This design comes from an exercise in tuning for small area and a short achievable clock period on the open sky130 flow, not from production work. Function was checked by simulation only, so behaviour that the tests miss may differ from the original.

## run.sh

```bash
#!/bin/bash
# synth_recipe.tcl (not shown) runs the flow's synth.tcl, then flattens the netlist and writes it again
# the make line also repeats each setting of config.mk as NAME=value (left out here)
make -C /OpenROAD-flow-scripts/flow DESIGN_CONFIG=/design/flow/config.mk WORK_HOME=/design/flow/orfs CLKGATE_MAP_FILE= SYNTH_SCRIPT=/design/flow/synth_recipe.tcl finish
```

## config.mk

```make
export PLATFORM = sky130hd
export DESIGN_NAME = crc_unit
export DESIGN_NICKNAME = crc_unit
export VERILOG_FILES = /design/flow/design.v
export SDC_FILE = /design/flow/constraint.sdc
export NUM_CORES = 4
export LEC_CHECK = 0
export CAP_MARGIN = 20
export CORE_MARGIN = 2
export CORE_UTILIZATION = 40
export SLEW_MARGIN = 20
export SYNTH_HIERARCHICAL = 1
```

## constraint.sdc

```tcl
create_clock -name core_clock -period 80.0 [get_ports {clk}]
set_input_delay 16.0000 -clock core_clock [delete_from_list [all_inputs] [get_ports {clk}]]
set_output_delay 16.0000 -clock core_clock [all_outputs]
set_load 0.01 [all_outputs]
```

## design.v

```verilog
module crc_bit_step (
    input  wire [30:0] s_in,      
    input  wire        fb_f, fb_a, fb_b,
    input  wire [31:0] poly,
    input  wire        din_n,     
    output wire [30:0] s_out,     
    output wire        n31        
);
    assign n31 = ~(fb_f & poly[31]);
    assign s_out[30]    = s_in[29]    ^ (fb_f & poly[30]);
    assign s_out[29:15] = s_in[28:14] ^ ({15{fb_a}} & poly[29:15]);
    assign s_out[14:1]  = s_in[13:0]  ^ ({14{fb_b}} & poly[14:1]);
    assign s_out[0]     = ~din_n      ^ (fb_b & poly[0]);
endmodule
module crc_bit_step0 (
    input  wire [30:0] s_in,
    input  wire        fb_f, fb_a, fb_b,
    input  wire [31:0] poly,
    output wire [30:0] s_out,
    output wire        n31
);
    assign n31 = ~(fb_f & poly[31]);
    assign s_out[30]    = s_in[29]    ^ (fb_f & poly[30]);
    assign s_out[29:15] = s_in[28:14] ^ ({15{fb_a}} & poly[29:15]);
    assign s_out[14:1]  = s_in[13:0]  ^ ({14{fb_b}} & poly[14:1]);
    assign s_out[0]     = fb_b & poly[0];
endmodule
module crc_fb_copy (
    input  wire s30,
    input  wire n31,
    output wire fb
);
    assign fb = s30 ^ ~n31;
endmodule
module crc_fb_first (
    input  wire c,
    input  wire d_n,
    output wire fb
);
    assign fb = c ^ ~d_n;
endmodule
module crc_unit (
    input  wire        clk,
    input  wire        rst,           
    input  wire [2:0]  op,            
    input  wire [1:0]  size,          
    input  wire [63:0] wdata,
    input  wire [1:0]  cfg_width,     
    input  wire [31:0] cfg_poly,
    input  wire [31:0] cfg_init,
    input  wire [1:0]  cfg_reflect,   
    input  wire [31:0] cfg_xorout,
    output wire [31:0] running,
    output wire [31:0] result,
    output wire [1:0]  cmp_status,    
    output wire [63:0] bytes_fed
);
    localparam OP_RESET   = 3'd1;
    localparam OP_COMPARE = 3'd2;
    localparam OP_WRITE   = 3'd3;
    localparam OP_FEED    = 3'd4;
    reg        w8_q, w16_q;           
    reg [31:0] poly_q;                
    reg [31:0] xorout_q;              
    reg        refin_q, refout_q;
    reg [31:0] crc_q;                 
    reg [1:0]  status_q;
    reg [63:0] count_q;
    wire        do_reset = rst | (op == OP_RESET);
    wire        do_cmp   = ~rst & (op == OP_COMPARE);
    wire        do_write = ~rst & (op == OP_WRITE);
    wire        do_feed  = ~rst & (op == OP_FEED);
    wire [1:0]  c_width  = rst ? 2'd2 : cfg_width;
    wire [31:0] c_poly   = rst ? 32'h1EDC_6F41 : cfg_poly;
    wire [31:0] c_init   = cfg_init | {32{rst}};
    wire [31:0] c_xorout = cfg_xorout | {32{rst}};
    wire [1:0]  c_refl   = cfg_reflect | {2{rst}};
    wire        cw8  = c_width == 2'd0;
    wire        cw16 = c_width == 2'd1;
    wire [7:0] byte_en = {{4{size == 2'd3}}, {2{size[1]}}, size != 2'd0, 1'b1};
    wire [7:0] sel_r   = byte_en & {8{refin_q}};
    wire [7:0] sel_n   = byte_en & {8{~refin_q}};
    wire [63:0] dn;
    crc_data u_data (.wdata(wdata), .sel_r(sel_r), .sel_n(sel_n), .dn(dn));
    wire [30:0] st [0:64];            
    wire [64:0] fb_f, fb_a, fb_b;     
    wire [63:0] n31;
    genvar g;
    generate
        for (g = 0; g < 31; g = g + 1) begin : place
            assign st[0][30 - g] = crc_q[30 - g] ^ ~dn[g + 1];
        end
        crc_fb_first u_f0f (.c(crc_q[31]), .d_n(dn[0]), .fb(fb_f[0]));
        crc_fb_first u_f0a (.c(crc_q[31]), .d_n(dn[0]), .fb(fb_a[0]));
        crc_fb_first u_f0b (.c(crc_q[31]), .d_n(dn[0]), .fb(fb_b[0]));
        for (g = 0; g < 64; g = g + 1) begin : steps
            if (g < 32) begin : with_data
                crc_bit_step u_step (.s_in(st[g]), .fb_f(fb_f[g]), .fb_a(fb_a[g]), .fb_b(fb_b[g]),
                                     .poly(poly_q), .din_n(dn[32 + g]), .s_out(st[g + 1]), .n31(n31[g]));
            end else begin : no_data
                crc_bit_step0 u_step (.s_in(st[g]), .fb_f(fb_f[g]), .fb_a(fb_a[g]), .fb_b(fb_b[g]),
                                      .poly(poly_q), .s_out(st[g + 1]), .n31(n31[g]));
            end
            crc_fb_copy u_ff (.s30(st[g][30]), .n31(n31[g]), .fb(fb_f[g + 1]));
            crc_fb_copy u_fa (.s30(st[g][30]), .n31(n31[g]), .fb(fb_a[g + 1]));
            crc_fb_copy u_fb (.s30(st[g][30]), .n31(n31[g]), .fb(fb_b[g + 1]));
        end
    endgenerate
    wire [31:0] tap1 = {fb_b[8],  st[8]};
    wire [31:0] tap2 = {fb_b[16], st[16]};
    wire [31:0] tap4 = {fb_b[32], st[32]};
    wire [31:0] tap8 = {fb_b[64], st[64]};
    wire [31:0] run_w, result_w;
    wire        cmp_eq;
    crc_out u_out (.crc(crc_q), .w8(w8_q), .w16(w16_q), .refout(refout_q), .xorout(xorout_q),
                   .exp_val(wdata[31:0]), .running(run_w), .result(result_w), .eq(cmp_eq));
    wire [31:0] crc_d, poly_d;
    crc_next u_next (.crc(crc_q), .tap1(tap1), .tap2(tap2), .tap4(tap4), .tap8(tap8),
                     .size(size), .do_reset(do_reset), .do_write(do_write), .do_feed(do_feed),
                     .init(c_init), .wval(wdata[31:0]), .cw8(cw8), .cw16(cw16),
                     .w8(w8_q), .w16(w16_q), .crc_d(crc_d));
    crc_align u_palign (.v(c_poly), .a8(cw8), .a16(cw16), .y(poly_d));
    wire [3:0] inc = {do_feed & (size == 2'd3), do_feed & (size == 2'd2),
                      do_feed & (size == 2'd1), do_feed & (size == 2'd0)};
    wire [64:0] carry;
    wire        keep_count = ~do_reset;
    wire [63:0] count_d;
    assign carry[0] = 1'b0;
    generate
        for (g = 0; g < 64; g = g + 1) begin : cnt
            if (g < 4) begin : low
                crc_cnt_fa u_bit (.q(count_q[g]), .a(inc[g]), .ci(carry[g]), .clr_n(keep_count),
                                  .d(count_d[g]), .co(carry[g + 1]));
            end else begin : high
                crc_cnt_ha u_bit (.q(count_q[g]), .ci(carry[g]), .clr_n(keep_count),
                                  .d(count_d[g]), .co(carry[g + 1]));
            end
        end
    endgenerate
    always @(posedge clk) begin
        crc_q   <= crc_d;
        count_q <= count_d;
        if (do_reset) begin
            w8_q     <= cw8;
            w16_q    <= cw16;
            poly_q   <= poly_d;
            xorout_q <= c_xorout & {{16{~cw8 & ~cw16}}, {8{~cw8}}, 8'hFF};
            refin_q  <= c_refl[0];
            refout_q <= c_refl[1];
            status_q <= 2'd0;
        end else if (do_cmp) begin
            status_q <= cmp_eq ? 2'd1 : 2'd2;
        end
    end
    assign running    = run_w;
    assign result     = result_w;
    assign cmp_status = status_q;
    assign bytes_fed  = count_q;
endmodule
module crc_data (
    input  wire [63:0] wdata,
    input  wire [7:0]  sel_r, sel_n,
    output reg  [63:0] dn
);
    integer i, j;
    always @(*)
        for (i = 0; i < 8; i = i + 1)
            for (j = 0; j < 8; j = j + 1)
                dn[8*i + j] = ~((sel_r[i] & wdata[8*i + j]) | (sel_n[i] & wdata[8*i + 7 - j]));
endmodule
module crc_cnt_fa (
    input  wire q, a, ci, clr_n,
    output wire d, co
);
    assign d  = clr_n & (q ^ a ^ ci);
    assign co = (q & a) | (q & ci) | (a & ci);
endmodule
module crc_cnt_ha (
    input  wire q, ci, clr_n,
    output wire d, co
);
    assign d  = clr_n & (q ^ ci);
    assign co = q & ci;
endmodule
module crc_align (
    input  wire [31:0] v,
    input  wire        a8, a16,
    output wire [31:0] y
);
    wire a32 = ~a8 & ~a16;
    assign y = {(v[31:24] & {8{a32}}) | (v[15:8] & {8{a16}}) | (v[7:0] & {8{a8}}),
                (v[23:16] & {8{a32}}) | (v[7:0] & {8{a16}}),
                v[15:0] & {16{a32}}};
endmodule
module crc_out (
    input  wire [31:0] crc,
    input  wire        w8, w16, refout,
    input  wire [31:0] xorout,
    input  wire [31:0] exp_val,
    output wire [31:0] running,
    output wire [31:0] result,
    output wire        eq
);
    crc_out_run u_run (.crc(crc), .w8(w8), .w16(w16), .running(running));
    crc_out_res u_res (.crc(crc), .running(running), .refout(refout), .xorout(xorout), .result(result));
    crc_out_cmp u_cmp (.result(result), .exp_val(exp_val), .w8(w8), .w16(w16), .eq(eq));
endmodule
module crc_out_run (
    input  wire [31:0] crc,
    input  wire        w8, w16,
    output wire [31:0] running
);
    wire w32 = ~w8 & ~w16;
    assign running = {crc[31:16] & {16{w32}},
                      crc[15:8] | (crc[31:24] & {8{w16}}),
                      crc[7:0] | (crc[31:24] & {8{w8}}) | (crc[23:16] & {8{w16}})};
endmodule
module crc_out_res (
    input  wire [31:0] crc, running, xorout,
    input  wire        refout,
    output reg  [31:0] result
);
    integer i;
    always @(*)
        for (i = 0; i < 32; i = i + 1)
            result[i] = ((refout & crc[31 - i]) | (~refout & running[i])) ^ xorout[i];
endmodule
module crc_out_cmp (
    input  wire [31:0] result, exp_val,
    input  wire        w8, w16,
    output wire        eq
);
    wire [31:0] mask = {{16{~w8 & ~w16}}, {8{~w8}}, 8'hFF};
    assign eq = ~|((result ^ exp_val) & mask);
endmodule
module crc_next (
    input  wire [31:0] crc, tap1, tap2, tap4, tap8,
    input  wire [1:0]  size,
    input  wire        do_reset, do_write, do_feed,
    input  wire [31:0] init, wval,
    input  wire        cw8, cw16, w8, w16,
    output wire [31:0] crc_d
);
    wire [31:0] ld;
    wire        h, f1, f2, f4, f8, l8, l16, l32;
    crc_next_sel u_sel (.size(size), .do_reset(do_reset), .do_write(do_write), .do_feed(do_feed),
                        .init(init), .wval(wval), .cw8(cw8), .cw16(cw16), .w8(w8), .w16(w16),
                        .ld(ld), .h(h), .f1(f1), .f2(f2), .f4(f4), .f8(f8),
                        .l8(l8), .l16(l16), .l32(l32));
    crc_next_mux u_mux (.crc(crc), .tap1(tap1), .tap2(tap2), .tap4(tap4), .tap8(tap8), .ld(ld),
                        .h(h), .f1(f1), .f2(f2), .f4(f4), .f8(f8), .l8(l8), .l16(l16), .l32(l32),
                        .crc_d(crc_d));
endmodule
module crc_next_sel (
    input  wire [1:0]  size,
    input  wire        do_reset, do_write, do_feed,
    input  wire [31:0] init, wval,
    input  wire        cw8, cw16, w8, w16,
    output wire [31:0] ld,
    output wire        h, f1, f2, f4, f8, l8, l16, l32
);
    wire load = do_reset | do_write;
    wire a8   = do_reset ? cw8 : w8;
    wire a16  = do_reset ? cw16 : w16;
    assign ld  = do_reset ? init : wval;
    assign l8  = load & a8;
    assign l16 = load & a16;
    assign l32 = load & ~a8 & ~a16;
    assign h   = ~load & ~do_feed;
    assign f1  = ~load & do_feed & (size == 2'd0);
    assign f2  = ~load & do_feed & (size == 2'd1);
    assign f4  = ~load & do_feed & (size == 2'd2);
    assign f8  = ~load & do_feed & (size == 2'd3);
endmodule
module crc_next_mux (
    input  wire [31:0] crc, tap1, tap2, tap4, tap8, ld,
    input  wire        h, f1, f2, f4, f8, l8, l16, l32,
    output wire [31:0] crc_d
);
    assign crc_d = ({32{h}} & crc) | ({32{f1}} & tap1) | ({32{f2}} & tap2)
                 | ({32{f4}} & tap4) | ({32{f8}} & tap8)
                 | {({8{l32}} & ld[31:24]) | ({8{l16}} & ld[15:8]) | ({8{l8}} & ld[7:0]),
                    ({8{l32}} & ld[23:16]) | ({8{l16}} & ld[7:0]),
                    {16{l32}} & ld[15:0]};
endmodule
```

==> impl_metrics.yaml, run 1 <==
hold_path:
  hp-class: "reg -> reg"
  holdPathStages: 2
synth:
  postSynthAreaPerCell_um2: 7.30
  async_flop_share: 0
  synth_cell_types: 47
  synth-edff-count: 68
  ys_ff_latch: 166
  synth_flop_cell: "dfxtp_1"
  synth_largest_area_cell: "xnor2_1"
  syn-num-nets: 5525
  ys_seq_area_frac: 0.104
  yosys.area.top_type_share: 0.494
  syn_inst: 5290
  synth_area_leaders: "xnor2_1, nand2_1, edfxtp_1"
  synth_warnings: 9
  netlist_area_mm2: 0.0386
floorplanning:
  rows: 113
  die-area_mm2: 0.0990
  die-height_um: 315
  io_pins: 301
  initial_utilization: 0.405
  die_w_um: 315
  coreArea_mm2: 0.0953
clock_network:
  clock_sinks: 166
  clk_pin_slew_worst_paths_ns: 0.07
  ctsResizeCount: 0
  cts-htree-levels: 4
  clkLatencyLatePin_ns: 0.46
  numCtsBuffers: 17
  root_buffer: "clkbuf_16"
  cts_setup_buffers: 0
  cts_hold_buf: 0
  cts_tree: "built"
  cts_buffer_depth: 2
setup_path:
  crit_slowest_cell: "xnor2_1"
  worstPathMaxFanout: 15
  crit_arrival_ns: 47.65
  end_kind: "register"
  worstSetupPathType: "in -> reg"
  required_ns: 80.33
  r2r_cells: 114
  start_kind: "primary input"
  slowest_delay_ns: 0.89
  worst_path_most_repeated_cell: "xnor2_1"
route:
  routed_wirelength_mm: 135
  num_vias: 34094
  drtIter0Drc: 2673
  first_pass_iters: 6
  avgViaCountPerCell: 4.99
  drcViolationCount: 0
  wl_per_cell_um: 19.8
  ant_nets: 0
finish:
  fin_cells: 6833
  final_util: 0.452
  finalNetCount: 5788
  drive_above_1_share: 0.0501
  layout-area-overhead-vs-synth_pct: 11.6
  fillers: 9619
flow_run:
  drv_cap: 0
timing:
  fin_crit_sh: 0.592
  setup_viol: 0
  drv_slew: 0
  finalHoldViolations: 0
  rsz0062_at_grt: "false"
  clock.fmax_ghz: 0.0211
  fin_skew_ns: 0.0202
  finalCriticalPeriod_ns: 47.33
  setup_slack_ns: 32.67
  slew_headroom: 0.288
  finalSetupTns_ns: 0
  tightestPinTransition_ns: 1.06
global_routing:
  grt_max_degree: 66
  grt_overflow: 0
  grt_pass1_vias: 32470
  antenna_found_initial: 5
  grt_pass1_wl_mm: 205
  grt_usage: 0.267
status:
  outcome: "finished clean"
placement:
  finalWeightedCongestion: 0.965
  dp_hpwl_mm: 103
  io_buffers: 300
  numPlacedInstances: 6798
  post-place-ws_ns: 31.86
==> layout by cell type (no fill, tap or decap), drive strengths merged, types with 25 or more instances in the layout <==
cell / synthesis / layout
a21o: 40 / 40
a22oi: 160 / 160
and2: 111 / 111
buf: 192 / 144
clkdlybuf4s50: 0 / 299
dfxtp: 98 / 98
edfxtp: 68 / 68
ha: 60 / 60
inv: 18 / 27
mux2: 32 / 32
mux2i: 32 / 32
nand2: 2018 / 2018
nand3: 25 / 25
or2: 60 / 60
xnor2: 2176 / 2176
xor2: 64 / 64
==> per-module statistics from Yosys, one instance, submodules excluded, excerpt <==
module	cells	copies in the design	cell area [µm²]	flops+latches
crc_cnt_fa	6	4	48.8	0
crc_out_cmp	45	1	387	0
crc_next_sel	48	1	549	0
crc_fb_copy	1	190	8.76	0
crc_next_mux	157	1	1090	0
crc_unit	343	1	5200	166
crc_align	47	1	393	0
==> critical path: cells and delay by family <==
family | cells | cell delay [ns]
compound gates | 2 | 0.61
xor+xnor | 65 | 23.04
buf+inv | 2 | 0.78
simple gates | 45 | 7.17
==> registers in the layout (all words and copies together), names as in the netlist <==
name	count
count_q	64
crc_q	32
poly_q	32
xorout_q	32
status_q	2
refin_q	1
refout_q	1
w16_q	1
w8_q	1
==> cell families (layout without fill, tap and decap cells) <==
family	Yosys count	in the layout	share of synthesized area
flops	166	166	0.104
compound gates	244	244	0.0503
xor+xnor	2240	2240	0.508
other cells	1	3	0.0000972
fa+ha+maj	64	64	0.0215
buf+inv	217	493	0.0541
simple gates	2294	2294	0.243
mux	64	64	0.0192
==> per-stage QoR <==
| step | hold slack [ns] | cell area, µm² |
|---|---|---|
| 2_1_floorplan | 0.508 | 38600 |
| 6_report | 0.531 | 43100 |
| 3_3_place_gp | 0.498 | 42300 |
| 5_1_grt | 0.544 | 43100 |
| 4_1_cts | 0.522 | 42900 |
| 3_5_place_dp | 0.506 | 42300 |
==> worst paths after layout <==
kind                                   from          end  slack [ns]
worst max-delay path               wdata[7]    crc_q[16]       32.67
worst min-delay path            status_q[0]  status_q[0]        0.53
worst max register to register      refin_q    crc_q[16]       47.59
worst min register to register  status_q[0]  status_q[0]        0.53
==> cell usage after synthesis, drive strengths merged (2+ instances only) <==
| library cell | count |
|---|---|
| a21o | 40 |
| nor4b | 2 |
| nand4 | 9 |
| buf | 192 |
| a222oi | 8 |
| xor2 | 64 |
| o21ai | 2 |
| edfxtp | 68 |
| ha | 60 |
| a22oi | 160 |
| a22o | 19 |
| dfxtp | 98 |
| mux2 | 32 |
| nor3 | 3 |
| nand3 | 25 |
| nor4 | 9 |
| xnor2 | 2176 |
| nor2b | 21 |
| and2 | 111 |
| nor3b | 19 |
| inv | 18 |
| mux2i | 32 |
| fa | 4 |
| clkbuf | 7 |
| a221o | 8 |
| nand2 | 2018 |
| and4b | 2 |
| a21oi | 6 |
| or2 | 60 |
| nor2 | 11 |
==> cell type report <==
class / instances / area [µm²] / share of cell area
antenna: 2 / 5.00 / 0.000116
inverter: 18 / 70.1 / 0.00163
timing repair buffer: 443 / 4070 / 0.0945
multi-input combinational: 4907 / 32800 / 0.761
clock buffer: 19 / 454 / 0.0105
tap: 1265 / 1580 / 0.0367
sequential: 166 / 4000 / 0.0930
clock inverter: 13 / 124 / 0.00288
==> layer usage <==
| layer | global-route usage | part of all wire |
|---|---|---|
| met5 | 0 | 0.00041 |
| met2 | 0.454 | 0.47 |
| met1 | 0.323 | 0.41 |
| met4 | 0.122 | 0.050 |
| met3 | 0.0520 | 0.075 |
==> inputs of run 2 (changes only) <==
==> flow/run.sh (new file) <==
#!/bin/bash
set -euo pipefail
MARGIN=$(cat "$(dirname "$0")/margin.txt")
bash standard.sh SETUP_SLACK_MARGIN="$MARGIN" SETUP_MOVE_SEQUENCE=sizeup,swap SKIP_GATE_CLONING=1 \
    finish > make_finish.log 2>&1
==> flow/margin.txt (new file) <==
40
==> standard.sh (new file) <==
#!/bin/bash
# synth_recipe.tcl (not shown) runs the flow's synth.tcl, then flattens the netlist and writes it again
# the make line also repeats each setting of config.mk as NAME=value (left out here)
make -C /OpenROAD-flow-scripts/flow DESIGN_CONFIG=/design/flow/config.mk WORK_HOME=/design/flow/orfs CLKGATE_MAP_FILE= SYNTH_SCRIPT=/design/flow/synth_recipe.tcl "${@:-finish}"
removed: run.sh
==> run 2 against run 1 <==
  * Still clean on timing, DRC and antenna
  * Design area increased by 4.1%
  * Synthesized cell count unchanged
  * Non-clock buffer count decreased by 8
  * Sequential cell count unchanged
  * Critical path type unchanged
  * Largest cell class unchanged
  * Highest routed layer unchanged
==> impl_metrics.yaml, run 2 <==
status:
  outcome: "finished clean"
global_routing:
  grt_pass1_wl_mm: 211
  grt_max_degree: 75
  grt_usage: 0.276
  grt_pass1_vias: 33437
  grt_overflow: 0
  antenna_found_initial: 5
clock_network:
  clock_sinks: 166
  cts_hold_buf: 0
  cts_buffer_depth: 2
  clk_pin_slew_worst_paths_ns: 0.08
  cts-htree-levels: 4
  numCtsBuffers: 17
  cts_tree: "built"
  clkLatencyLatePin_ns: 0.46
  root_buffer: "clkbuf_16"
timing:
  finalHoldViolations: 0
  fin_skew_ns: 0.0172
  tightestPinTransition_ns: 1.03
  finalSetupTns_ns: 0
  setup_viol: 0
  slew_headroom: 0.313
  rsz0062_at_grt: "true"
  clock.fmax_ghz: 0.0237
  setup_slack_ns: 37.72
  drv_slew: 0
  finalCriticalPeriod_ns: 42.28
  fin_crit_sh: 0.529
setup_path:
  r2r-end: "crc_q[23]"
  crit_arrival_ns: 42.61
  worstSetupPathType: "in -> reg"
  crit_slowest_cell: "xnor2_2"
  worst_path_most_repeated_cell: "xnor2_2"
  worstPathMaxFanout: 15
  start_kind: "primary input"
  r2r-start: "refin_q"
  slowest_delay_ns: 0.58
  r2r_cells: 129
  end_kind: "register"
  reg2reg_slack_ns: 52.57
  required_ns: 80.32
finish:
  largest_reg_flops: 64
  final_common_cell: "xnor2_1"
  layout-area-overhead-vs-synth_pct: 16.1
  final_cell_area_mm2: 0.0448
  final_cell_mix: "xnor2_1, nand2_1, clkdlybuf4s50_1, a22oi_1, buf_4"
  top_register: "count_q"
  finalNetCount: 5780
  drive_above_1_share: 0.0864
synth:
  ys_ff_latch: 166
  syn_inst: 5290
  synth_warnings: 9
  postSynthAreaPerCell_um2: 7.30
  yosys.cell_count.top_type: "xnor2_1"
  ys_top_cells_by_count: "xnor2_1, nand2_1, buf_6"
  synth_area_leaders: "xnor2_1, nand2_1, edfxtp_1"
  synth-edff-count: 68
  synth_flop_cell: "dfxtp_1"
  netlist_area_mm2: 0.0386
  synth_largest_area_cell: "xnor2_1"
  yosys.area.top_type_share: 0.494
  synth_cell_types: 47
  ys_seq_area_frac: 0.104
  syn-num-nets: 5525
  async_flop_share: 0
flow_run:
  drv_cap: 0
route:
  routed_wirelength_mm: 139
  ant_nets: 0
  drcViolationCount: 0
  num_vias: 34540
  wl_per_cell_um: 20.3
  avgViaCountPerCell: 5.06
  drtIter0Drc: 3024
  first_pass_iters: 9
floorplanning:
  die-area_mm2: 0.0990
  die-height_um: 315
  rows: 113
  io_pins: 301
  initial_utilization: 0.405
  die_w_um: 315
  coreArea_mm2: 0.0953
placement:
  finalWeightedCongestion: 0.997
  placedInstanceArea_mm2: 0.0423
  post-place-ws_ns: 31.61
  io_buffers: 300
  dp_hpwl_mm: 103
hold_path:
  hp-start: "status_q[1]"
  hp-class: "reg -> reg"
  hold_end: "status_q[1]"
  holdPathStages: 2
run 2: repair_timing:
action	CTS	global route
setup buffers	0	0
gates cloned	0	0
hold endpoints to repair	0	0
endpoints found under the setup margin	32	32
pin swaps	75	74
resized for setup	248	47
run 2: cells by family (layout without fill, tap and decap cells):
logic type | count (synthesis) | in the layout | share of synthesized area
simple gates | 2294 | 2294 | 0.243
mux | 64 | 64 | 0.0192
flops | 166 | 166 | 0.104
buf+inv | 217 | 485 | 0.0541
other cells | 1 | 2 | 0.0000972
xor+xnor | 2240 | 2240 | 0.508
fa+ha+maj | 64 | 64 | 0.0215
compound gates | 244 | 244 | 0.0503
run 2: how the worst max path moves through the flow:
stage,end,slack (ns),startpoint
finish,crc_q[23],37.72,wdata[0]
global route,crc_q[20],36.09,wdata[0]
CTS,crc_q[23],36.77,wdata[0]
detailed placement,crc_q[23],31.61,wdata[7]
global placement,crc_q[23],32.61,wdata[7]
floorplan,crc_q[23],37.00,wdata[0]
run 2: area by class of cell:
cell class                 instances  area, µm²
sequential                       166       4000
clock inverter                    15        188
multi-input combinational       4907      34500
inverter                          18       70.1
fill                            9476      50500
tap                             1265       1580
antenna                            1       2.50
timing repair buffer             435       4030
clock buffer                      17        425
run 2: per-stage QoR:
| step | hold slack [ns] | utilization | cells |
|---|---|---|---|
| 2_1_floorplan | 0.508 | - | 5290 |
| 3_3_place_gp | 0.490 | 0.444 | 6791 |
| 3_5_place_dp | 0.509 | 0.444 | 6791 |
| 4_1_cts | 0.523 | 0.466 | 6823 |
| 5_1_grt | 0.566 | 0.470 | 6823 |
| 6_report | 0.526 | 0.470 | 6824 |
run 2: per-module statistics from Yosys (local to each module, per instance), a selection:
module	flops+latches	area, µm²	cells	copies in the design
crc_data	0	706	80	1
crc_unit	166	5200	343	1
crc_cnt_ha	0	18.8	2	60
crc_bit_step0	0	408	64	32
crc_fb_copy	0	8.76	1	190
crc_bit_step	0	414	65	32
crc_out_cmp	0	387	45	1
crc_cnt_fa	0	48.8	6	4
crc_fb_first	0	8.76	1	3
crc_out_res	0	657	68	1
crc_next_sel	0	549	48	1
crc_align	0	393	47	1
run 2: routing by layer:
metal / GRT usage / routed length [µm]
met3: 0.0565 / 11100
met5: 0 / 55
met2: 0.461 / 63900
met1: 0.332 / 55200
met4: 0.145 / 8500
run 2: critical path, delay by kind of cell:
kind,cells,cell delay (ns)
buffers and inverters,2,0.34
AOI/OAI and AO/OA,2,0.68
xor gates and xnor gates,65,16.99
and+or+nand+nor,59,8.50
==> inputs of run 3 (changes only) <==
--- a/design.v
+++ b/design.v
@@ -1,28 +1,33 @@
 module crc_bit_step (
     input  wire [30:0] s_in,      
-    input  wire        fb_f, fb_a, fb_b,
-    input  wire [31:0] poly,
+    input  wire        fb_f, fb_a, fb_b, fb_c,
+    input  wire [30:0] poly,      
     input  wire        din_n,     
-    output wire [30:0] s_out,     
-    output wire        n31        
-);
-    assign n31 = ~(fb_f & poly[31]);
+    output wire [30:0] s_out      
+);
     assign s_out[30]    = s_in[29]    ^ (fb_f & poly[30]);
-    assign s_out[29:15] = s_in[28:14] ^ ({15{fb_a}} & poly[29:15]);
-    assign s_out[14:1]  = s_in[13:0]  ^ ({14{fb_b}} & poly[14:1]);
-    assign s_out[0]     = ~din_n      ^ (fb_b & poly[0]);
+    assign s_out[29:27] = s_in[28:26] ^ ({3{fb_a}} & poly[29:27]);
+    assign s_out[26:15] = s_in[25:14] ^ ({12{fb_b}} & poly[26:15]);
+    assign s_out[14:1]  = s_in[13:0]  ^ ({14{fb_c}} & poly[14:1]);
+    assign s_out[0]     = ~din_n      ^ (fb_c & poly[0]);
 endmodule
 module crc_bit_step0 (
     input  wire [30:0] s_in,
-    input  wire        fb_f, fb_a, fb_b,
-    input  wire [31:0] poly,
-    output wire [30:0] s_out,
-    output wire        n31
-);
-    assign n31 = ~(fb_f & poly[31]);
+    input  wire        fb_f, fb_a, fb_b, fb_c,
+    input  wire [30:0] poly,
+    output wire [30:0] s_out
+);
     assign s_out[30]    = s_in[29]    ^ (fb_f & poly[30]);
-    assign s_out[29:15] = s_in[28:14] ^ ({15{fb_a}} & poly[29:15]);
-    assign s_out[14:1]  = s_in[13:0]  ^ ({14{fb_b}} & poly[14:1]);
-    assign s_out[0]     = fb_b & poly[0];
+    assign s_out[29:27] = s_in[28:26] ^ ({3{fb_a}} & poly[29:27]);
+    assign s_out[26:15] = s_in[25:14] ^ ({12{fb_b}} & poly[26:15]);
+    assign s_out[14:1]  = s_in[13:0]  ^ ({14{fb_c}} & poly[14:1]);
+    assign s_out[0]     = fb_c & poly[0];
+endmodule
+module crc_fb_nand (
+    input  wire fb,
+    input  wire p31,
+    output wire n
+);
+    assign n = ~(fb & p31);
 endmodule
 module crc_fb_copy (
@@ -84,6 +89,6 @@
     crc_data u_data (.wdata(wdata), .sel_r(sel_r), .sel_n(sel_n), .dn(dn));
     wire [30:0] st [0:64];            
-    wire [64:0] fb_f, fb_a, fb_b;     
-    wire [63:0] n31;
+    wire [64:0] fb_f, fb_a, fb_b, fb_c;   
+    wire [63:0] n_f, n_x;             
     genvar g;
     generate
@@ -94,21 +99,26 @@
         crc_fb_first u_f0a (.c(crc_q[31]), .d_n(dn[0]), .fb(fb_a[0]));
         crc_fb_first u_f0b (.c(crc_q[31]), .d_n(dn[0]), .fb(fb_b[0]));
+        crc_fb_first u_f0c (.c(crc_q[31]), .d_n(dn[0]), .fb(fb_c[0]));
         for (g = 0; g < 64; g = g + 1) begin : steps
             if (g < 32) begin : with_data
                 crc_bit_step u_step (.s_in(st[g]), .fb_f(fb_f[g]), .fb_a(fb_a[g]), .fb_b(fb_b[g]),
-                                     .poly(poly_q), .din_n(dn[32 + g]), .s_out(st[g + 1]), .n31(n31[g]));
+                                     .fb_c(fb_c[g]), .poly(poly_q[30:0]), .din_n(dn[32 + g]),
+                                     .s_out(st[g + 1]));
             end else begin : no_data
                 crc_bit_step0 u_step (.s_in(st[g]), .fb_f(fb_f[g]), .fb_a(fb_a[g]), .fb_b(fb_b[g]),
-                                      .poly(poly_q), .s_out(st[g + 1]), .n31(n31[g]));
+                                      .fb_c(fb_c[g]), .poly(poly_q[30:0]), .s_out(st[g + 1]));
             end
-            crc_fb_copy u_ff (.s30(st[g][30]), .n31(n31[g]), .fb(fb_f[g + 1]));
-            crc_fb_copy u_fa (.s30(st[g][30]), .n31(n31[g]), .fb(fb_a[g + 1]));
-            crc_fb_copy u_fb (.s30(st[g][30]), .n31(n31[g]), .fb(fb_b[g + 1]));
+            crc_fb_nand u_nf (.fb(fb_f[g]), .p31(poly_q[31]), .n(n_f[g]));
+            crc_fb_nand u_nx (.fb(fb_f[g]), .p31(poly_q[31]), .n(n_x[g]));
+            crc_fb_copy u_ff (.s30(st[g][30]), .n31(n_f[g]), .fb(fb_f[g + 1]));
+            crc_fb_copy u_fa (.s30(st[g][30]), .n31(n_x[g]), .fb(fb_a[g + 1]));
+            crc_fb_copy u_fb (.s30(st[g][30]), .n31(n_x[g]), .fb(fb_b[g + 1]));
+            crc_fb_copy u_fc (.s30(st[g][30]), .n31(n_x[g]), .fb(fb_c[g + 1]));
         end
     endgenerate
-    wire [31:0] tap1 = {fb_b[8],  st[8]};
-    wire [31:0] tap2 = {fb_b[16], st[16]};
-    wire [31:0] tap4 = {fb_b[32], st[32]};
-    wire [31:0] tap8 = {fb_b[64], st[64]};
+    wire [31:0] tap1 = {fb_c[8],  st[8]};
+    wire [31:0] tap2 = {fb_c[16], st[16]};
+    wire [31:0] tap4 = {fb_c[32], st[32]};
+    wire [31:0] tap8 = {fb_c[64], st[64]};
     wire [31:0] run_w, result_w;
     wire        cmp_eq;
==> flow/margin.txt (replaced) <==
45
==> run 3 against run 2 <==
  * Still clean on timing, DRC and antenna
  * Critical path depth fell by 8
  * Wire length fell by 2.6%
  * Cell count rose by 2.2%
  * Via count rose by 0.33%
  * First-iteration DRC count fell by 14%
  * Sequential cell count did not move
  * Global-route usage fell by 0.96 points
  * Setup slack improved by 2.5 ns
  * Non-clock buffer count rose by 10
  * Worst hold slack got worse by 0.0030 ns
  * Critical endpoint unchanged
==> impl_metrics.yaml, run 3 <==
finish:
  fillers: 9650
  final_cell_mix: "xnor2_1, nand2_1, clkdlybuf4s50_1, a22oi_1, buf_4"
  area.sequential_mm2: 0.00400
  largest_reg_flops: 64
  finalNetCount: 5917
  antennaDiodeCount: 0
  multi_input_area_mm2: 0.0348
  drive_above_1_share: 0.0832
  final_common_cell: "xnor2_1"
  top_register: "count_q"
  layout-area-overhead-vs-synth_pct: 15.4
placement:
  finalWeightedCongestion: 0.951
  io_buffers: 300
  dp_hpwl_mm: 103
  post-place-ws_ns: 35.74
setup_path:
  slowest_delay_ns: 0.65
  worstSetupPathType: "in -> reg"
  r2r-start: "refin_q"
  reg2reg_slack_ns: 54.83
  r2r-end: "crc_q[23]"
  start_kind: "primary input"
  worstPathMaxFanout: 12
  required_ns: 80.34
  crit_arrival_ns: 40.12
  end_kind: "register"
  worst_path_most_repeated_cell: "xnor2_2"
  crit_slowest_cell: "clkdlybuf4s50_1"
  r2r_cells: 122
route:
  routed_wirelength_mm: 135
  drtIter0Drc: 2592
  ant_nets: 0
  drcViolationCount: 0
  wl_per_cell_um: 19.4
  first_pass_iters: 6
  num_vias: 34655
  avgViaCountPerCell: 4.97
synth:
  yosys.area.top_type_share: 0.501
  syn_inst: 5417
  ys_ff_latch: 166
  synth_area_leaders: "xnor2_1, nand2_1, edfxtp_1"
  async_flop_share: 0
  synth-edff-count: 68
  synth_largest_area_cell: "xnor2_1"
  netlist_area_mm2: 0.0392
  syn-num-nets: 5652
  ys_top_cells_by_count: "xnor2_1, nand2_1, a22oi_1"
  synth_warnings: 9
  yosys.cell_count.top_type: "xnor2_1"
  ys_seq_area_frac: 0.102
  synth_flop_cell: "dfxtp_1"
  synth_cell_types: 48
  postSynthAreaPerCell_um2: 7.23
clock_network:
  clkLatencyLatePin_ns: 0.47
  clk_pin_slew_worst_paths_ns: 0.08
  cts_buffer_depth: 2
  clock_sinks: 166
  cts_setup_buffers: 0
  cts_tree: "built"
  cts-htree-levels: 4
  root_buffer: "clkbuf_16"
  numCtsBuffers: 17
timing:
  clock.fmax_ghz: 0.0251
  slew_headroom: 0.286
  rsz0062_at_grt: "true"
  finalHoldViolations: 0
  setup_viol: 0
  tightestPinTransition_ns: 1.07
  finalSetupTns_ns: 0
  finalCriticalPeriod_ns: 39.78
  fin_crit_sh: 0.497
  setup_slack_ns: 40.22
  fin_skew_ns: 0.0151
  drv_slew: 0
global_routing:
  grt_overflow: 0
  antenna_found_initial: 1
  grt_pass1_wl_mm: 207
  grt_max_degree: 126
  grt_usage: 0.266
  grt_pass1_vias: 33112
status:
  outcome: "finished clean"
floorplanning:
  io_pins: 301
  initial_utilization: 0.405
  die_w_um: 317
  rows: 114
  die-height_um: 317
  die-area_mm2: 0.100
  coreArea_mm2: 0.0969
flow_run:
  drv_cap: 0
hold_path:
  hp-start: "status_q[0]"
  hold_end: "status_q[0]"
  holdPathStages: 2
  hp-class: "reg -> reg"
[run 3: what timing repair did]
| item | 4_1_cts | 5_1_grt |
|---|---|---|
| endpoints found under the setup margin | 32 | 32 |
| gates resized for setup | 99 | 46 |
| hold buffers | 0 | 0 |
| pin swaps | 31 | 34 |
[run 3: metrics by stage]
step | utilization | hold WS [ns] | std cells | instance area [µm²]
3_3_place_gp | 0.451 | 0.486 | 6939 | 43700
3_5_place_dp | 0.451 | 0.491 | 6939 | 43700
6_report | 0.467 | 0.523 | 6971 | 45200
2_1_floorplan | - | 0.508 | 5417 | 39700
5_1_grt | 0.467 | 0.533 | 6971 | 45200
4_1_cts | 0.464 | 0.509 | 6971 | 44900
[run 3: worst max-delay path: cells and delay by family]
| kind | cells | cell delay (ns) |
|---|---|---|
| compound gates | 2 | 0.42 |
| xor+xnor | 65 | 16.89 |
| buf+inv | 1 | 0.65 |
| simple gates | 52 | 6.10 |
[run 3: area by class of cell]
class	instances	share of cell area
clock buffer	17	0.00941
clock inverter	15	0.00470
inverter	18	0.00155
multi-input combinational	5034	0.770
sequential	166	0.0886
tap	1276	0.0353
timing repair buffer	445	0.0905
[run 3: cell families (layout without fill, tap and decap cells)]
kind of cell / after synthesis / count (layout) / share of synthesized area
fa+ha+maj: 64 / 64 / 0.0212
flops: 166 / 166 / 0.102
other cells: 1 / 1 / 0.0000957
simple gates: 2357 / 2357 / 0.246
compound gates: 244 / 244 / 0.0496
mux: 64 / 64 / 0.0189
buf+inv: 217 / 495 / 0.0471
xor+xnor: 2304 / 2304 / 0.515
[run 3: modules after synthesis (local to each module, per instance), excerpt]
module	flops+latches	cells
crc_bit_step	0	64
crc_bit_step0	0	63
crc_cnt_fa	0	6
crc_cnt_ha	0	2
crc_fb_copy	0	1
crc_out_res	0	68
crc_out_run	0	37
[run 3: how the worst max path moves through the flow]
stage | from | end | slack [ns] | cells after the start
floorplan | wdata[0] | crc_q[23] | 37.12 | 133
global placement | wdata[0] | crc_q[23] | 36.59 | 102
detailed placement | wdata[0] | crc_q[23] | 35.74 | 103
CTS | wdata[0] | crc_q[23] | 39.77 | 133
global route | wdata[6] | crc_q[17] | 38.07 | 131
finish | wdata[4] | crc_q[23] | 40.22 | 120
[run 3: metal layers]
metal  track usage  part of all wire
met4        0.0994             0.042
met5             0                 0
met3        0.0437             0.067
met1         0.320              0.41
met2         0.473              0.48
==> inputs of run 4 (changes only) <==
==> flow/margin.txt (replaced) <==
40
--- a/config.mk
+++ b/config.mk
@@ -8,5 +8,5 @@
 export CAP_MARGIN = 20
 export CORE_MARGIN = 2
-export CORE_UTILIZATION = 40
+export CORE_UTILIZATION = 65
 export SLEW_MARGIN = 20
 export SYNTH_HIERARCHICAL = 1
==> run 4 against run 3 <==
  * Still clean
  * Sequential share of layout area barely moved
  * Clock skew fell by 0.0017 ns
  * Synthesized cell count did not move
  * Non-clock buffer count fell by 13
  * Design area rose by 0.42%
  * Sequential cell count did not move
  * Global-route usage rose by 15 points
  * Critical path depth fell by 5
  * Critical path type unchanged
  * Critical endpoint is now crc_q[17]
==> impl_metrics.yaml, run 4 <==
status:
  outcome: "finished clean"
clock_network:
  root_buffer: "clkbuf_16"
  cts_setup_buffers: 0
  numCtsBuffers: 17
  cts_tree: "built"
  cts_hold_buf: 0
  clkLatencyLatePin_ns: 0.47
  clock_sinks: 166
  clk_pin_slew_worst_paths_ns: 0.08
  cts-htree-levels: 4
  cts_buffer_depth: 2
global_routing:
  grt_overflow: 0
  grt_pass1_wl_mm: 202
  grt_usage: 0.413
  grt_pass1_vias: 34220
  grt_max_degree: 122
  antenna_found_initial: 4
finish:
  final_cell_mix: "nand2_1, xnor2_1, clkdlybuf4s50_1, xnor2_2, a22oi_1"
  fin_cells: 6466
  final_common_cell: "nand2_1"
  finalNetCount: 5904
  layout-area-overhead-vs-synth_pct: 15.9
  largest_reg_flops: 64
  final_util: 0.756
  final_cell_area_mm2: 0.0454
  top_register: "count_q"
  drive_above_1_share: 0.0975
setup_path:
  worstPathMaxFanout: 12
  path_delay_family: "XOR/XNOR gates"
  cp_num_buf_inv: 1
  crit_arrival_ns: 40.40
  required_ns: 80.33
  worstSetupPathType: "in -> reg"
  start_kind: "primary input"
  worst_path_most_repeated_cell: "xnor2_2"
  crit_slowest_cell: "xnor2_2"
  end_kind: "register"
  slowest_delay_ns: 0.60
synth:
  netlist_area_mm2: 0.0392
  async_flop_share: 0
  yosys.cell_count.top_type: "xnor2_1"
  yosys.area.top_type_share: 0.501
  synth_cell_types: 48
  ys_ff_latch: 166
  ys_seq_area_frac: 0.102
  syn-num-nets: 5652
  syn_inst: 5417
  ys_top_cells_by_count: "xnor2_1, nand2_1, a22oi_1"
  synth_area_leaders: "xnor2_1, nand2_1, edfxtp_1"
  synth_flop_cell: "dfxtp_1"
  synth-edff-count: 68
  synth_largest_area_cell: "xnor2_1"
  postSynthAreaPerCell_um2: 7.23
  synth_warnings: 9
route:
  first_pass_iters: 7
  drtIter0Drc: 3363
  avgViaCountPerCell: 5.65
  routed_wirelength_mm: 133
  num_vias: 36511
  drcViolationCount: 0
  wl_per_cell_um: 20.6
  ant_nets: 0
timing:
  holdWs_ns: 0.512
  drv_slew: 0
  finalCriticalPeriod_ns: 40.07
  finalSetupTns_ns: 0
  setup_viol: 0
  rsz0062_at_grt: "true"
  fin_crit_sh: 0.501
  finalHoldViolations: 0
  clock.fmax_ghz: 0.0250
  setup_slack_ns: 39.93
  slew_headroom: 0.253
  tightestPinTransition_ns: 1.12
  fin_skew_ns: 0.0134
floorplanning:
  rows: 90
  die_w_um: 250
  initial_utilization: 0.653
  die-height_um: 250
  coreArea_mm2: 0.0600
  die-area_mm2: 0.0623
  io_pins: 301
placement:
  dp_hpwl_mm: 99.6
  placedInstanceArea_mm2: 0.0431
  numPlacedInstances: 6432
  finalWeightedCongestion: 1.01
  io_buffers: 300
  post-place-ws_ns: 35.39
flow_run:
  drv_cap: 0
hold_path:
  hp-class: "reg -> reg"
run 4: worst min-delay path, cell delays in order (launching register included):
cell     delay, ns
dfxtp_1       0.34
o21ai_0       0.07
a21oi_1       0.06
run 4: timing repair:
item	CTS	global route
endpoints found under the setup margin	32	32
gates resized for setup	118	113
pin swaps	17	32
run 4: layout make-up:
cell class / count / area [µm²]
clock inverters: 15 / 218
fillers: 4722 / 14600
clock buffers: 17 / 425
diodes: 2 / 5.00
flip-flops and latches: 166 / 4000
well taps: 782 / 978
repair buffers: 432 / 4000
multi-input cells: 5034 / 35700
inverters: 18 / 70.1
run 4: Yosys stat by module (local to each module, per instance), a selection:
module | cells inside | copies in the design | cell area (µm²)
crc_unit | 343 | 1 | 5200
crc_next_mux | 157 | 1 | 1090
crc_data | 80 | 1 | 706
crc_out_res | 68 | 1 | 657
crc_next_sel | 48 | 1 | 549
crc_bit_step | 64 | 32 | 407
crc_bit_step0 | 63 | 32 | 402
crc_align | 47 | 1 | 393
crc_out_cmp | 45 | 1 | 387
crc_out_run | 37 | 1 | 298
crc_cnt_fa | 6 | 4 | 48.8
crc_cnt_ha | 2 | 60 | 18.8
crc_fb_copy | 1 | 253 | 8.76
crc_fb_first | 1 | 4 | 8.76
crc_fb_nand | 1 | 127 | 3.75
run 4: routing by layer:
layer,share of wire,GRT usage,vias to the layer above
li1,-,-,17361
met4,0.083,0.290,4
met5,0.00016,0,-
met3,0.088,0.0713,481
met2,0.46,0.685,1790
met1,0.37,0.486,16875
run 4: path summary, 6_finish.rpt:
kind,cells after the start,slack [ns],from,to
hold reg to reg,2,0.51,status_q[0],status_q[0]
hold / removal,2,0.51,status_q[0],status_q[0]
setup / recovery,115,39.93,wdata[6],crc_q[17]
setup reg to reg,117,54.82,refin_q,crc_q[17]
run 4: kinds of logic after synthesis:
family | count (synthesis) | share of synthesized area
other cells | 1 | 0.0000957
compound gates | 244 | 0.0496
simple gates | 2357 | 0.246
fa+ha+maj | 64 | 0.0212
flops | 166 | 0.102
mux | 64 | 0.0189
buf+inv | 217 | 0.0471
xor+xnor | 2304 | 0.515
==> inputs of run 5 (changes only) <==
--- a/config.mk
+++ b/config.mk
@@ -8,5 +8,5 @@
 export CAP_MARGIN = 20
 export CORE_MARGIN = 2
-export CORE_UTILIZATION = 65
+export CORE_UTILIZATION = 40
 export SLEW_MARGIN = 20
 export SYNTH_HIERARCHICAL = 1
==> run 5 against run 4 <==
  * Synthesized cell count is the same
  * Register-to-register slack worse by 0.05 ns
  * Worst hold slack improved by 0.0020 ns
  * Non-clock buffer count grew 13
  * Maximum frequency grew 0.72%
  * Critical path type unchanged
  * Cell count is 7.8% higher
  * Critical path depth is 6 higher
  * Sequential share of layout area hardly changed
  * Wire length increased by 1.2%
==> impl_metrics.yaml, run 5 <==
finish:
  layout-area-overhead-vs-synth_pct: 15.4
  drive_above_1_share: 0.0834
  fin_cells: 6971
  antennaDiodeCount: 0
  top_register: "count_q"
  final_cell_mix: "xnor2_1, nand2_1, clkdlybuf4s50_1, a22oi_1, buf_4"
  final_util: 0.467
  final_common_cell: "xnor2_1"
  finalNetCount: 5917
  largest_reg_flops: 64
hold_path:
  holdPathStages: 2
  hp-class: "reg -> reg"
route:
  drtIter0Drc: 2525
  routed_wirelength_mm: 135
  avgViaCountPerCell: 4.98
  wl_per_cell_um: 19.4
  first_pass_iters: 6
  num_vias: 34685
  ant_nets: 0
  drcViolationCount: 0
setup_path:
  r2r_cells: 121
  end_kind: "register"
  crit_slowest_cell: "xnor2_4"
  start_kind: "primary input"
  crit_arrival_ns: 40.13
  worstSetupPathType: "in -> reg"
  slowest_delay_ns: 0.60
  worstPathMaxFanout: 15
  required_ns: 80.34
  worst_path_most_repeated_cell: "xnor2_2"
timing:
  drv_slew: 0
  finalHoldViolations: 0
  finalSetupTns_ns: 0
  tightestPinTransition_ns: 1.07
  fin_skew_ns: 0.0166
  fin_crit_sh: 0.497
  clock.fmax_ghz: 0.0251
  setup_slack_ns: 40.21
  finalCriticalPeriod_ns: 39.79
  slew_headroom: 0.284
  rsz0062_at_grt: "true"
  setup_viol: 0
floorplanning:
  coreArea_mm2: 0.0969
  rows: 114
  initial_utilization: 0.405
  io_pins: 301
  die-height_um: 317
  die-area_mm2: 0.100
  die_w_um: 317
clock_network:
  clkLatencyLatePin_ns: 0.47
  root_buffer: "clkbuf_16"
  clk_pin_slew_worst_paths_ns: 0.09
  cts_buffer_depth: 2
  cts_hold_buf: 0
  cts_setup_buffers: 0
  numCtsBuffers: 17
  cts-htree-levels: 4
  cts_tree: "built"
  clock_sinks: 166
placement:
  numPlacedInstances: 6939
  post-place-ws_ns: 35.74
  dp_hpwl_mm: 103
  finalWeightedCongestion: 0.951
  io_buffers: 300
global_routing:
  grt_pass1_vias: 33136
  antenna_found_initial: 1
  met1_usage: 0.319
  met3_usage: 0.0443
  grt_overflow: 0
  grt_use_met2: 0.473
  busiest_layer: "met2"
  grt_pass1_wl_mm: 207
  grt_max_degree: 126
  grt_usage: 0.266
synth:
  netlist_area_mm2: 0.0392
  ys_seq_area_frac: 0.102
  postSynthAreaPerCell_um2: 7.23
  syn-num-nets: 5652
  synth-edff-count: 68
  synth_cell_types: 48
  syn_inst: 5417
  synth_largest_area_cell: "xnor2_1"
  async_flop_share: 0
  yosys.area.top_type_share: 0.501
  synth_flop_cell: "dfxtp_1"
  ys_ff_latch: 166
  synth_warnings: 9
  synth_area_leaders: "xnor2_1, nand2_1, edfxtp_1"
  yosys.cell_count.top_type: "xnor2_1"
  ys_top_cells_by_count: "xnor2_1, nand2_1, a22oi_1"
flow_run:
  drv_cap: 0
status:
  outcome: "finished clean"
## run 5: cell types whose count changed in the layout (fill, tap and decap cells not counted), moves of 2 or more
cell,change
xnor2_4,-23
clkinv_8,-2
diode_2,-2
nand2_1,+11
a22oi_1,+10
nand2_2,-11
a22oi_2,-10
xnor2_1,+73
xnor2_2,-50
buf_4,+12
## run 5: final timing paths
| path | startpoint | end | slack [ns] |
|---|---|---|---|
| worst max-delay path | wdata[0] | crc_q[14] | 40.21 |
| worst min-delay path | status_q[1] | status_q[1] | 0.51 |
| worst min register to register | status_q[1] | status_q[1] | 0.51 |
| worst max register to register | refin_q | crc_q[14] | 54.77 |
## run 5: per-module statistics from Yosys, one instance, submodules excluded, a selection
module        cells  flip-flops and latches
crc_fb_first      1                       0
crc_out_res      68                       0
crc_bit_step     64                       0
crc_unit        343                     166
crc_out_cmp      45                       0
crc_fb_copy       1                       0
crc_cnt_fa        6                       0
## run 5: cell type report
class,instances,area (µm²)
inverters,18,70.1
clock buffers,17,425
flip-flops and latches,166,4000
fillers,9648,51600
clock inverters,15,213
well taps,1276,1600
multi-input cells,5034,34800
repair buffers,445,4090
## run 5: cells by family (layout without fill, tap and decap cells)
| group | count (synthesis) | in the layout | synth area share |
|---|---|---|---|
| buffers and inverters | 217 | 495 | 0.0471 |
| DFF | 166 | 166 | 0.102 |
| adders and majority gates | 64 | 64 | 0.0212 |
| and+or+nand+nor | 2357 | 2357 | 0.246 |
| muxes | 64 | 64 | 0.0189 |
| AOI/OAI and AO/OA | 244 | 244 | 0.0496 |
| xor gates and xnor gates | 2304 | 2304 | 0.515 |
| other | 1 | 1 | 0.0000957 |
## run 5: per-layer routing
layer | share of wire | wire length (µm) | vias up
met5 | 0 | 0 | -
met4 | 0.042 | 5740 | 0
met3 | 0.067 | 9040 | 221
met2 | 0.48 | 65300 | 1125
met1 | 0.41 | 55100 | 15940
li1 | - | - | 17399
## run 5: timing repair
item | CTS | global route
pin swaps | 28 | 37
resized for setup | 97 | 49
endpoints found under the setup margin | 32 | 32
endpoints found under the hold margin | 0 | 0
## run 5: critical path: cells and delay by family
| family | cells | cell delay (ns) |
|---|---|---|
| AOI/OAI and AO/OA | 2 | 0.54 |
| xor gates and xnor gates | 65 | 17.10 |
| and+or+nand+nor | 53 | 6.30 |
| buffers and inverters | 1 | 0.11 |
## run 5: metrics by stage
step | area (µm²) | hold WS [ns]
floorplan | 39700 | 0.508
finish | 45200 | 0.514
CTS | 44900 | 0.509
global placement | 43700 | 0.486
global route | 45200 | 0.533
detailed placement | 43700 | 0.491
==> inputs of run 6 (changes only) <==
==> flow/run.sh (replaced) <==
#!/bin/bash
set -euo pipefail
MARGIN=$(cat "$(dirname "$0")/margin.txt")
bash standard.sh SETUP_SLACK_MARGIN="$MARGIN" SETUP_MOVE_SEQUENCE=sizeup,swap SKIP_GATE_CLONING=1 \
    BUFFER_PORTS_ARGS="-buffer_cell sky130_fd_sc_hd__buf_1" \
    finish > make_finish.log 2>&1
==> run 6 against run 5 <==
  * Die area is the same
  * Design area is 3.0% lower
  * Count of clock-buffer cells in the layout did not move
  * Area after synthesis unchanged
  * Setup slack gained 0.050 ns
  * Non-clock buffer count fell by 6
  * Maximum frequency increased by 0.13%
  * Worst hold slack got worse by 0.0055 ns
  * Sequential share of layout area up 0.28 points
  * Wire length up 0.17%
  * Via count increased by 0.48%
==> impl_metrics.yaml, run 6 <==
status:
  outcome: "finished clean"
floorplanning:
  die-height_um: 317
  rows: 114
  die-area_mm2: 0.100
  io_pins: 301
  coreArea_mm2: 0.0969
  initial_utilization: 0.405
  die_w_um: 317
global_routing:
  grt_pass1_vias: 33341
  busiest_layer: "met2"
  grt_overflow: 0
  grt_usage: 0.264
  grt_use_met2: 0.465
  met3_usage: 0.0400
  grt_pass1_wl_mm: 206
  grt_max_degree: 119
  met1_usage: 0.318
  antenna_found_initial: 3
setup_path:
  required_ns: 80.33
  crit_slowest_cell: "xnor2_1"
  worstPathMaxFanout: 12
  r2r_cells: 110
  worst_path_most_repeated_cell: "xnor2_2"
  start_kind: "primary input"
  slowest_delay_ns: 0.75
  end_kind: "register"
  crit_arrival_ns: 40.06
  worstSetupPathType: "in -> reg"
clock_network:
  clock_sinks: 166
  root_buffer: "clkbuf_16"
  clk_pin_slew_worst_paths_ns: 0.08
  numCtsBuffers: 17
  clkLatencyLatePin_ns: 0.46
  cts_setup_buffers: 0
  cts_buffer_depth: 2
  cts-htree-levels: 4
  cts_tree: "built"
hold_path:
  holdPathStages: 2
  hp-class: "reg -> reg"
timing:
  slew_headroom: 0.273
  drv_slew: 0
  clock.fmax_ghz: 0.0252
  finalCriticalPeriod_ns: 39.74
  finalHoldViolations: 0
  finalSetupTns_ns: 0
  fin_crit_sh: 0.497
  setup_viol: 0
  rsz0062_at_grt: "true"
  fin_skew_ns: 0.0177
  tightestPinTransition_ns: 1.08
finish:
  final_util: 0.453
  final_cell_area_mm2: 0.0439
  drive_above_1_share: 0.0909
  final_cell_mix: "nand2_1, xnor2_1, buf_1, xnor2_2, a22oi_1"
  top_register: "count_q"
  final_common_cell: "nand2_1"
  largest_reg_flops: 64
  finalNetCount: 5911
  layout-area-overhead-vs-synth_pct: 11.9
synth:
  synth-edff-count: 68
  synth_cell_types: 48
  yosys.cell_count.top_type: "xnor2_1"
  synth_area_leaders: "xnor2_1, nand2_1, edfxtp_1"
  netlist_area_mm2: 0.0392
  syn-num-nets: 5652
  synth_warnings: 9
  yosys.area.top_type_share: 0.501
  synth_flop_cell: "dfxtp_1"
  async_flop_share: 0
  postSynthAreaPerCell_um2: 7.23
  synth_largest_area_cell: "xnor2_1"
  ys_ff_latch: 166
  syn_inst: 5417
  ys_seq_area_frac: 0.102
  ys_top_cells_by_count: "xnor2_1, nand2_1, a22oi_1"
route:
  drtIter0Drc: 2560
  routed_wirelength_mm: 135
  first_pass_iters: 9
  avgViaCountPerCell: 5.00
  num_vias: 34850
  drcViolationCount: 0
  ant_nets: 0
  wl_per_cell_um: 19.4
placement:
  finalWeightedCongestion: 0.944
  io_buffers: 300
  placedInstanceArea_mm2: 0.0418
  dp_hpwl_mm: 103
flow_run:
  drv_cap: 0
run 6: cell counts after synthesis:
No cell type changed its count.
run 6: what timing repair did:
item                                    4_1_cts  5_1_grt
endpoints found under the setup margin       32       32
gates resized for setup                      64      136
hold buffers                                  0        0
pin swaps                                     1       33
run 6: Yosys stat by module, one instance, submodules excluded, excerpt:
module         cells  cell area (µm²)  flip-flops and latches
crc_out_res       68              657                       0
crc_data          80              706                       0
crc_out_run       37              298                       0
crc_fb_nand        1             3.75                       0
crc_bit_step0     63              402                       0
crc_bit_step      64              407                       0
crc_fb_first       1             8.76                       0
crc_cnt_ha         2             18.8                       0
crc_next_sel      48              549                       0
run 6: per-stage QoR:
step           hold slack (ns)  cells  setup slack [ns]
2_1_floorplan            0.508   5417             37.12
4_1_cts                  0.509   6965             40.01
5_1_grt                  0.550   6966             38.48
3_3_place_gp             0.485   6933             37.17
6_report                 0.509   6966             40.26
3_5_place_dp             0.494   6933             36.35
run 6: cell families (layout without fill, tap and decap cells):
kind of cell             after synthesis  after routing  synth area share
AND/OR/NAND/NOR                     2357           2357             0.246
multiplexers                          64             64            0.0189
flip-flops                           166            166             0.102
buffers and inverters                217            489            0.0471
AO/OA/AOI/OAI                        244            244            0.0496
adder cells (fa/ha/maj)               64             64            0.0212
XOR/XNOR                            2304           2304             0.515
other                                  1              2         0.0000957
run 6: path summary, 6_finish.rpt:
kind / endpoint / slack (ns) / from
setup / recovery: crc_q[16] / 40.26 / wdata[2]
hold / removal: status_q[1] / 0.51 / status_q[1]
setup reg to reg: crc_q[16] / 54.98 / refin_q
hold reg to reg: status_q[1] / 0.51 / status_q[1]
run 6: cell type report:
type	count	area, µm²
antenna	1	2.50
fill	9746	53000
sequential	166	4000
clock buffer	17	425
timing repair buffer	439	2200
inverter	18	70.1
tap	1276	1600
multi-input combinational	5034	35300
clock inverter	15	209
run 6: critical path: cells and delay by family:
kind | cells | cell delay [ns]
and+or+nand+nor | 40 | 5.03
AOI/OAI and AO/OA | 2 | 0.49
buffers and inverters | 2 | 0.51
xor gates and xnor gates | 65 | 17.97
run 6: per-layer routing:
layer | vias to the layer above | routed length [µm] | part of all wire
met2 | 1196 | 64900 | 0.48
li1 | 17368 | - | -
met5 | - | 0 | 0
met1 | 16035 | 55400 | 0.41
met3 | 251 | 8640 | 0.064
met4 | 0 | 6420 | 0.047
==> inputs of run 7 (changes only) <==
--- a/design.v
+++ b/design.v
@@ -78,5 +78,5 @@
     wire [1:0]  c_width  = rst ? 2'd2 : cfg_width;
     wire [31:0] c_poly   = rst ? 32'h1EDC_6F41 : cfg_poly;
-    wire [31:0] c_init   = cfg_init | {32{rst}};
+    wire [31:0] c_init   = cfg_init;      
     wire [31:0] c_xorout = cfg_xorout | {32{rst}};
     wire [1:0]  c_refl   = cfg_reflect | {2{rst}};
@@ -127,5 +127,5 @@
     wire [31:0] crc_d, poly_d;
     crc_next u_next (.crc(crc_q), .tap1(tap1), .tap2(tap2), .tap4(tap4), .tap8(tap8),
-                     .size(size), .do_reset(do_reset), .do_write(do_write), .do_feed(do_feed),
+                     .size(size), .rst(rst), .do_reset(do_reset), .do_write(do_write), .do_feed(do_feed),
                      .init(c_init), .wval(wdata[31:0]), .cw8(cw8), .cw16(cw16),
                      .w8(w8_q), .w16(w16_q), .crc_d(crc_d));
@@ -247,5 +247,5 @@
     input  wire [31:0] crc, tap1, tap2, tap4, tap8,
     input  wire [1:0]  size,
-    input  wire        do_reset, do_write, do_feed,
+    input  wire        rst, do_reset, do_write, do_feed,
     input  wire [31:0] init, wval,
     input  wire        cw8, cw16, w8, w16,
@@ -260,5 +260,5 @@
     crc_next_mux u_mux (.crc(crc), .tap1(tap1), .tap2(tap2), .tap4(tap4), .tap8(tap8), .ld(ld),
                         .h(h), .f1(f1), .f2(f2), .f4(f4), .f8(f8), .l8(l8), .l16(l16), .l32(l32),
-                        .crc_d(crc_d));
+                        .ones(rst), .crc_d(crc_d));
 endmodule
 module crc_next_sel (
@@ -286,7 +286,8 @@
     input  wire [31:0] crc, tap1, tap2, tap4, tap8, ld,
     input  wire        h, f1, f2, f4, f8, l8, l16, l32,
+    input  wire        ones,
     output wire [31:0] crc_d
 );
-    assign crc_d = ({32{h}} & crc) | ({32{f1}} & tap1) | ({32{f2}} & tap2)
+    assign crc_d = {32{ones}} | ({32{h}} & crc) | ({32{f1}} & tap1) | ({32{f2}} & tap2)
                  | ({32{f4}} & tap4) | ({32{f8}} & tap8)
                  | {({8{l32}} & ld[31:24]) | ({8{l16}} & ld[15:8]) | ({8{l8}} & ld[7:0]),
==> run 7 against run 6 <==
  * Still clean
  * First-iteration DRC count is 2.0% lower
  * Count of clock-buffer cells in the layout grew 2
  * Clock skew fell by 0.0064 ns
  * Global-route usage increased by 0.29 points
  * Non-clock buffer count increased by 11
  * Wire length rose by 0.28%
  * Worst hold slack gained 0.014 ns
  * Critical path depth rose by 12
  * Cell count decreased by 0.17%
  * Synthesized cell count is 0.46% lower
  * Highest routed layer is now met5
==> impl_metrics.yaml, run 7 <==
status:
  outcome: "finished clean"
clock_network:
  cts-htree-levels: 4
  cts_buffer_depth: 2
  cts_setup_buffers: 0
  clkLatencyLatePin_ns: 0.47
  clk_pin_slew_worst_paths_ns: 0.08
finish:
  top_register: "count_q"
  finalNetCount: 5898
  drive_above_1_share: 0.0928
  fin_cells: 6954
global_routing:
  grt_max_degree: 114
  antenna_found_initial: 6
  grt_overflow: 0
  grt_pass1_vias: 33075
route:
  drtIter0Drc: 2509
  ant_nets: 0
  routed_wirelength_mm: 136
  wl_per_cell_um: 19.5
  drcViolationCount: 0
setup_path:
  worst_path_most_repeated_cell: "xnor2_2"
  reg2reg_slack_ns: 54.32
floorplanning:
  rows: 114
  die-area_mm2: 0.100
timing:
  finalSetupTns_ns: 0
  finalHoldViolations: 0
  slew_headroom: 0.163
  clock.fmax_ghz: 0.0247
  rsz0062_at_grt: "true"
  fin_skew_ns: 0.0113
synth:
  ys_ff_latch: 166
  yosys.area.top_type_share: 0.502
  syn-num-nets: 5627
  ys_top_cells_by_count: "xnor2_1, nand2_1, dfxtp_1"
  async_flop_share: 0
  synth-edff-count: 68
  synth_cell_types: 51
  synth_area_leaders: "xnor2_1, nand2_1, edfxtp_1"
  netlist_area_mm2: 0.0391
  ys_seq_area_frac: 0.102
  postSynthAreaPerCell_um2: 7.25
  synth_warnings: 9
  synth_flop_cell: "dfxtp_1"
  synth_largest_area_cell: "xnor2_1"
placement:
  dp_hpwl_mm: 103
  post-place-ws_ns: 35.86
hold_path:
  hp-start: "status_q[0]"
## run 7: path summary, 6_finish.rpt
path / endpoint / cells after the start
setup / recovery: crc_q[24] / 121
hold reg to reg: status_q[0] / 2
hold / removal: status_q[0] / 2
setup reg to reg: crc_q[24] / 122
## run 7: layout make-up
class | count | area [µm²]
repair buffers | 450 | 2280
flip-flops and latches | 166 | 4000
inverters | 18 | 70.1
clock inverters | 13 | 124
multi-input cells | 5010 | 34900
fillers | 9869 | 53200
well taps | 1276 | 1600
clock buffers | 19 | 454
diodes | 2 | 5.00
## run 7: per-module statistics from Yosys (local to each module, per instance), a selection
| module | flip-flops and latches | times used | cell area, µm² | cells |
|---|---|---|---|---|
| crc_out_run | 0 | 1 | 298 | 37 |
| crc_align | 0 | 1 | 393 | 47 |
| crc_cnt_ha | 0 | 60 | 18.8 | 2 |
| crc_fb_nand | 0 | 127 | 3.75 | 1 |
| crc_out_res | 0 | 1 | 657 | 68 |
| crc_fb_copy | 0 | 253 | 8.76 | 1 |
| crc_unit | 166 | 1 | 4960 | 307 |
| crc_bit_step | 0 | 32 | 407 | 64 |
## run 7: metrics by stage
stage                     hold slack, ns  utilization
after floorplan                    0.511            -
after global placement             0.510        0.431
after detailed placement           0.508        0.432
after CTS                          0.519        0.446
after global routing               0.553        0.449
final                              0.523        0.449
## run 7: timing repair
item | in CTS | in global routing
pin swaps | 3 | 16
hold buffers | 0 | 0
setup endpoints to repair | 32 | 32
gates resized for setup | 98 | 65
## run 7: critical path, delay by kind of cell
kind	cells	cell delay, ns
AO/OA/AOI/OAI	2	0.84
XOR/XNOR	65	17.25
buffers and inverters	1	0.10
AND/OR/NAND/NOR	53	6.55
## run 7: cell families (layout without fill, tap and decap cells)
| family | after synthesis | count (layout) | synth area share |
|---|---|---|---|
| simple gates | 2325 | 2325 | 0.241 |
| xor+xnor | 2304 | 2304 | 0.516 |
| compound gates | 252 | 252 | 0.0529 |
| buf+inv | 216 | 500 | 0.0469 |
| flops | 166 | 166 | 0.102 |
| fa+ha+maj | 64 | 64 | 0.0213 |
| mux | 64 | 64 | 0.0190 |
| other cells | 1 | 3 | 0.0000959 |
## run 7: routing by layer
layer  vias up  track usage  share of wire
met2      1119        0.452           0.46
met4         8        0.149          0.066
met3       292       0.0400          0.062
met1     16136        0.324           0.41
li1      17348            -              -
met5         -            0        0.00038

afterwards: timing with drivers on the ports:
In the flow no input, the clock included, has a driving cell. The finished layouts below were timed again as built, in two steps. Step 1 (the two cells are an assumption about what drives the block):
set clk [get_ports {clk}]
set_driving_cell -lib_cell sky130_fd_sc_hd__clkbuf_16 $clk
set_driving_cell -lib_cell sky130_fd_sc_hd__buf_2 [delete_from_list [all_inputs] $clk]
Step 2 moves the port delays by t, midway between the first and last clock arrival at a register: inputs arrive t later, outputs are due t later. That takes back most of the time a late clock gives input paths. a / b / c = ideal / step 1 / step 2; a / b = the first two.
| run | t (ns) | slack for setup (ns) | cell pins on the clock port's net |
|---|---|---|---|
| run 1 | 0.518 | 32.674 / 32.682 / 32.164 | 1 |
| run 2 | 0.522 | 37.717 / 37.716 / 37.194 | 1 |
| run 3 | 0.517 | 40.224 / 40.201 / 39.684 | 1 |
| run 4 | 0.524 | 39.929 / 39.962 / 39.438 | 1 |
| run 5 | 0.518 | 40.215 / 40.202 / 39.684 | 1 |
| run 6 | 0.517 | 40.265 / 40.292 / 39.775 | 1 |
| run 7 | 0.520 | 39.473 / 39.483 / 38.963 | 1 |
After both steps every run listed still meets setup and hold. The setup slack of run 3, which loses most, moves by -0.023 ns with the drivers and by -0.540 ns with both steps.
